Source: an optimization exercise on an open RTL-to-GDS flow (aim: small area). Production flows keep margins and buffers that such runs may drop. Only simulation tests tie the RTL to the original design; equivalence was not proved. Power is estimated from default activity; no workload was simulated.

==> inputs of v13 <==
// zr_microseq
module zr_microseq (
    input  wire        clk,
    input  wire        rst,       
    input  wire        tick,
    input  wire        en,        
    input  wire        halt,      
    input  wire        inv,       
    input  wire [39:0] pos,       
    input  wire [31:0] vel,       
    input  wire [15:0] v1,        
    input  wire [15:0] v2,
    input  wire [15:0] v3,
    input  wire [15:0] v4,
    output reg         done,
    output reg  [2:0]  band,
    output reg  [2:0]  tgt,
    output wire        pend,
    output reg  [9:0]  addr,
    output wire [11:0] mag_a,
    output wire        pol_a,
    output wire [11:0] mag_b,
    output wire        pol_b
);
    reg  [5:0]  cnt;
    reg  [1:0]  st;               
    reg  [38:0] pprev;            
    reg  [11:0] magb;
    wire neg   = vel[31];
    wire go    = tick & en & ~halt;
    wire first = (cnt == 6'd0);
    wire run   = ~first | go;
  ...
clock: 50.0 ns
lec_check: 0
abc_area: 1
cap_margin: 10
core_margin: 2
core_utilization: 45
cts_buf_list: sky130_fd_sc_hd__clkbuf_8
cts_cluster_diameter: 25
cts_cluster_size: 8
gpl_timing_driven: 0
slew_margin: 10
synth_memory_max_bits: 16384
standard.sh (not shown) runs the stock make flow with config.mk's settings and CLKGATE_MAP_FILE= SYNTH_SCRIPT=/design/flow/synth_recipe.tcl, a recipe that flattens the netlist after the stock synthesis.
==> flow/flow/run.sh <==
#!/bin/bash
# The standard layout with three changes, none of which touches the registers:
#  1. after the standard synthesis, its combinational cells are mapped again by ABC with an
#     area script (flow/area.abc); the registers keep their cells and names;
#  2. each cell is then swapped for the smallest cell of its family (the clock period leaves
#     tens of ns of slack; repair_design still fixes slew and load after placement);
#  3. the port buffers are the smallest buffer cell.
set -euo pipefail
export BUFFER_PORTS_ARGS="-buffer_cell sky130_fd_sc_hd__buf_1"
PLAT=$FLOW_HOME/platforms/$FLOW_PLATFORM
LIB=$PLAT/lib/sky130_fd_sc_hd__tt_025C_1v80.lib
RES=orfs/results/$FLOW_PLATFORM/zr_microseq/base
YOSYS=${YOSYS_EXE:-$(command -v yosys || echo /OpenROAD-flow-scripts/tools/install/yosys/bin/yosys)}

bash standard.sh synth > standard_synth.log 2>&1
cp $RES/1_2_yosys.v standard_synth_netlist.v

python3 flow/cellmap.py $LIB cellmap.v > cellmap.log 2>&1
DU=$(python3 - "$PLAT/config.mk" <<'PY'
import re, sys
t = open(sys.argv[1]).read().replace('\\\n', ' ')
cells = []
for m in re.finditer(r'^export\s+DONT_USE_CELLS\s*\+?=\s*(.*)$', t, re.M):
    cells += m.group(1).split()
print(' '.join('-dont_use ' + c for c in cells))
PY
)
cat > resyn.ys <<EOY
read_liberty -lib $LIB
read_verilog standard_synth_netlist.v
hierarchy -top $FLOW_TOP
techmap -map cellmap.v
techmap
opt -purge
abc -liberty $LIB $DU -script flow/area.abc
opt_clean -purge
hilomap -singleton -hicell sky130_fd_sc_hd__conb_1 HI -locell sky130_fd_sc_hd__conb_1 LO
stat -liberty $LIB
check -assert -mapped
write_verilog -noattr -nohex -nodec resyn_netlist.v
EOY
$YOSYS -s resyn.ys > resyn.log 2>&1
python3 flow/downsize.py resyn_netlist.v $LIB $PLAT/config.mk > downsize.log 2>&1
cp resyn_netlist.v $RES/1_2_yosys.v
bash standard.sh > standard_flow.log 2>&1
==> flow/flow/area.abc <==
strash
&get -n
&deepsyn -T 90
&put
strash
&get -n
&deepsyn -T 90 -S 5
&put
strash
&get -n
&deepsyn -T 90 -S 9
&dch -f
&nf -a -p -F 50 -A 50 -R 200 -C 32
&put
Other scripts of this flow, unchanged in this note and not shown: flow/flow/cellmap.py, flow/flow/downsize.py
==> inputs of v18, as changes to v13 <==
--- a/flow/flow/area.abc
+++ b/flow/flow/area.abc
@@ -11,2 +11,10 @@
 &deepsyn -T 90 -S 9
+&put
+strash
+&get -n
+&deepsyn -T 90 -S 13
+&put
+strash
+&get -n
+&deepsyn -T 90 -S 21
 &dch -f
- CAP_MARGIN: 10 -> 20
- CORE_UTILIZATION: 45 -> 52
- SLEW_MARGIN: 10 -> 20
==> inputs of v32, as changes to v13 <==
- CAP_MARGIN: 10 -> 20
- CTS_BUF_LIST: sky130_fd_sc_hd__clkbuf_8 -> sky130_fd_sc_hd__clkbuf_16
- CTS_CLUSTER_DIAMETER: 25 -> 100
- CTS_CLUSTER_SIZE: 8 -> 30
- SLEW_MARGIN: 10 -> 20
==> qor summary <==
quantity                                                                v13            v18            v32
Status                                     no timing/DRC/antenna violations  no timing/DRC/antenna violations  no timing/DRC/antenna violations
Area added between synthesis and finish                               18.4%          18.1%          19.9%
Effective utilization at floorplan                                    46.2%          53.2%          46.2%
Routability cong.                                                     0.967          0.987          0.967
Final core utilization                                                54.6%          62.8%          55.3%
Aggregate global-route resource usage                                 28.5%          31.7%          28.4%
Vias/cell                                                              6.21           6.43           6.19
Buffers outside the clock class                                         188            189            187
Maximum number of pins on one net before global-route repair             24             26             24
Switching pwr                                                     0.0462 mW      0.0452 mW      0.0473 mW
Wire length on met3                                                 1.76 mm        2.00 mm        1.84 mm
First-pass iteration count of the detailed router                         9              8              8
Min Hold Slack                                                     0.337 ns       0.326 ns       0.329 ns
Drt initial violations                                                  951            969           1121
Biggest cell delay along the critical path                          0.78 ns        0.74 ns        0.82 ns
Met2 layer wire length in the routed design                         11.4 mm        11.0 mm        11.1 mm
Routing usage on met3                                                 4.00%          4.06%          4.79%
Worst Hold Path EP                                            dl[8]$_DFF_P_  pd[2]$_DFF_P_  dl[9]$_DFF_P_
Average wire length per cell after detail routing                   19.3 um        19.2 um        19.1 um
Relative contribution of sequential cells to total power              57.5%          57.7%          52.3%
Total power of the final layout                                    0.169 mW       0.168 mW       0.186 mW
Launch point of the worst hold path                           dl[7]$_DFF_P_  pd[1]$_DFF_P_  dl[8]$_DFF_P_
Final wirelength                                                    24.0 mm        23.2 mm        23.8 mm
Signal arrival time at the worst endpoint                          10.39 ns       10.10 ns       10.37 ns
Instance count after placement with tap cells included                 1227           1193           1226

## re-timing with driven ports
No port has a modelled driver above. Below, the same layouts with a new extraction and two added sets of constraints. Step 1: set_driving_cell puts a clkbuf_16 on clk and a buf_2 on each other input, an assumption about the parent block. Step 2 times the ports against the registers' clock, not the clock port: input delays grow and output delays shrink by t, the midpoint of the rising clock arrivals with the driver on. Slacks: ideal / step 1 / step 2; pairs: ideal / step 1.
| run | t (ns) | setup slack, ns | worst hold slack (ns) | worst setup path at the end | latest minus earliest clock arrival (ns) |
|---|---|---|---|---|---|
| v13 | 0.429 | 29.606 / 29.567 / 29.997 | 0.337 / 0.337 / 0.337 | register to output | 0.017 / 0.017 |
| v18 | 0.415 | 29.901 / 29.861 / 30.276 | 0.326 / 0.326 / 0.326 | register to output | 0.019 / 0.020 |
| v32 | 0.399 | 29.632 / 29.587 / 29.986 | 0.329 / 0.329 / 0.329 | register to output | 0.016 / 0.016 |
After both steps every run listed still meets setup and hold.
